What follows belongs to an exercise in optimizing a design on an open flow for small area; a production flow would make more cautious choices. RTL that was checked went through simulation tests only; none was proved equivalent to the original.

==> flow/design.v (excerpt) <==
module scl_energy (
    input  wire        clk,
    input  wire        rst,               
    input  wire [31:0] cfg_up_thr,        
    input  wire [31:0] cfg_dn_thr,        
    input  wire [16:0] cfg_r_cable,       
    input  wire [8:0]  cfg_i_start,       
    input  wire        in_valid,
    output wire        in_ready,
    input  wire        in_tick,
    input  wire [31:0] in_v,
    input  wire [31:0] in_ih,
    input  wire [31:0] in_il,
    input  wire        in_ovr_v,
    input  wire        in_ovr_ih,
    input  wire        in_ovr_il,
    input  wire        in_lost_v,
    input  wire        in_lost_ih,
    input  wire        in_lost_il,
    output reg         out_valid,
    output wire [63:0] out_e_imp,
    output wire [63:0] out_e_exp,
    output wire [3:0]  out_flags,         
    output wire        out_dir,
    output wire        out_range_low,
    output wire        out_lock,
    output wire [15:0] out_range_sw
);
Size: about 1,200 cells after synthesis, roughly 270 flip-flops, about 350 I/O pins, ~11,000 µm² of cells after synthesis.
==> flow/config.mk <==
export PLATFORM = sky130hd
export DESIGN_NAME = scl_energy
export DESIGN_NICKNAME = scl_energy
export VERILOG_FILES = /design/flow/design.v
export SDC_FILE = /design/flow/constraint.sdc
export NUM_CORES = 4
export LEC_CHECK = 0
export ABC_AREA = 1
export CAP_MARGIN = 0
export CORE_MARGIN = 2
export CORE_UTILIZATION = 70
export SLEW_MARGIN = 0
==> flow/constraint.sdc <==
create_clock -name core_clock -period 20.0 [get_ports {clk}]
set_input_delay 4.0000 -clock core_clock [delete_from_list [all_inputs] [get_ports {clk}]]
set_output_delay 4.0000 -clock core_clock [all_outputs]
set_load 0.01 [all_outputs]
standard.sh (not shown) runs the stock make flow with config.mk's settings and CLKGATE_MAP_FILE= SYNTH_SCRIPT=/design/flow/synth_recipe.tcl, a recipe that flattens the netlist after the stock synthesis.
==> flow/flow/run.sh <==
#!/bin/bash
# The standard ORFS layout (standard.sh), with these changes passed to make:
#  - abc maps for area only (strash; dch; map -a; topo): a copy of ORFS's
#    scripts folder with abc_area.script replaced (SCRIPTS_DIR);
#  - one tie cell drives all constant outputs (SKIP_REPAIR_TIE_FANOUT);
#  - port buffers use the smallest buffer cell, sky130_fd_sc_hd__buf_1;
#  - clock tree synthesis uses clkbuf_4 in small clusters and no dummy loads.
# ORFS's whole output goes to standard.log here; its step logs stay in orfs/logs/.
set -euo pipefail
cp -r "$FLOW_HOME/scripts" scripts_area
cp flow/abc_area.script scripts_area/abc_area.script
export SKIP_REPAIR_TIE_FANOUT=1
export BUFFER_PORTS_ARGS="-buffer_cell sky130_fd_sc_hd__buf_1"
export CTS_ARGS="-sink_clustering_enable -repair_clock_nets -dont_use_dummy_load -buf_list sky130_fd_sc_hd__clkbuf_4 -sink_clustering_size 10 -sink_clustering_max_diameter 40"
sed "s|^make -C |make SCRIPTS_DIR=$PWD/scripts_area -C |" standard.sh > standard_area.sh
bash standard_area.sh > standard.log 2>&1
==> flow/flow/abc_area.script <==
strash
dch
map -a
topo
Next try:
--- a/flow/design.v
+++ b/flow/design.v
@@ -54,20 +54,20 @@
     reg         sgn, seen, nz;       
     reg         cs, seenc;           
     assign in_ready = (ph == 7'd98) && (smp || tk1);
     reg         pv;                  
     reg         gt_up, lt_dn;        
     reg         seenl;               
-    wire        pre     = !ph[5] && ph[6] && !smp;
+    wire        pre     = !ph[5] && ph[6] && (md == M_IDLE || tk2);
     wire        lk      = lock | in_lost_il;
     wire        to_high = range_low && (lk || in_ovr_il || gt_up);
     wire        low_a   = range_low && !to_high;
     wire        below   = !lk && lt_dn;
     wire        cnt_cond = !low_a && below;
-    wire        selL    = pre || (low_a && !in_lost_il);
-    wire        selH    = !pre && !low_a && !in_lost_ih;
+    wire        selL    = pre || (smp && low_a && !in_lost_il);
+    wire        selH    = smp && !low_a && !in_lost_ih;
     wire [31:0] i_par   = ({32{selL}} & in_il) | ({32{selH}} & in_ih);
     wire        gap     = in_lost_v || in_lost_ih;
     wire        ovr     = (in_ovr_v && !in_lost_v) || (in_ovr_ih && !in_lost_ih);
     wire [4:0]  idx     = ph[4:0] | {5{smp && (ph[6] | ph[5])}};
     wire        i_b     = i_par[idx];
     wire        v_b     = !in_lost_v && in_v[idx];
@@ -119,13 +119,13 @@
         end
     endgenerate
     wire        y_b   = s2[0];
     wire        xb    = tk1 ? ((ph <= 7'd54) ? !h_eff : !sgn) : ra[39];
     wire        fb    = xb ^ r1[0];
     wire        m1_y  = smp ? y_b : fb;
-    wire [31:0] m1_op = smp ? i_par : 32'd125;
+    wire [31:0] m1_op = i_par | {25'd0, {7{tk1 || tk2}} & 7'd125};
     wire [32:0] m1_x  = {r1[31], r1};
     wire [32:0] m1_p  = {33{m1_y}} & {m1_op[31], m1_op};
     wire [33:0] m1_k;
     wire [32:0] s1;
     assign m1_k[0] = 1'b0;
     generate
The new run completed without violations.
Count of clock-buffer cells in the layout climbs by 1.
Non-clock buffer count shrinks by 2.
Sequential share of layout area stays flat.
Register-to-register slack improved by 360 ps.
Area after synthesis stays flat.
Cell count stays the same.
For the second run of this note, only the layout was checked, not whether the RTL still works.

==> static timing again, ports no longer ideal <==
The flow's constraints put no driver on any port. The routed layouts listed below were extracted and timed again, unchanged, in two steps.
Step 1: set_driving_cell puts a clkbuf_16 on clk and a buf_2 on each other input, an assumption about the parent block.
Step 2 moves the port delays by t, midway between the first and last clock arrival at a register: inputs arrive t later, outputs are due t later. That takes back most of the time a late clock gives input paths.
Slacks: no drivers / after step 1 / after step 2; pairs: no drivers / after step 1.
| run | t (ns) | setup slack, ns | worst data-port slew with drivers (ns) |
|---|---|---|---|
| the first run | 0.636 | 0.593 / 0.564 / -0.072 | 0.09 |
| the second run | 0.623 | 0.611 / 0.611 / -0.012 | 0.06 |
With both steps, setup timing fails in the first run and the second run, where it was met with ideal ports. The setup slack of the first run, which loses most, moves by -0.029 ns with the drivers and by -0.665 ns with both steps.
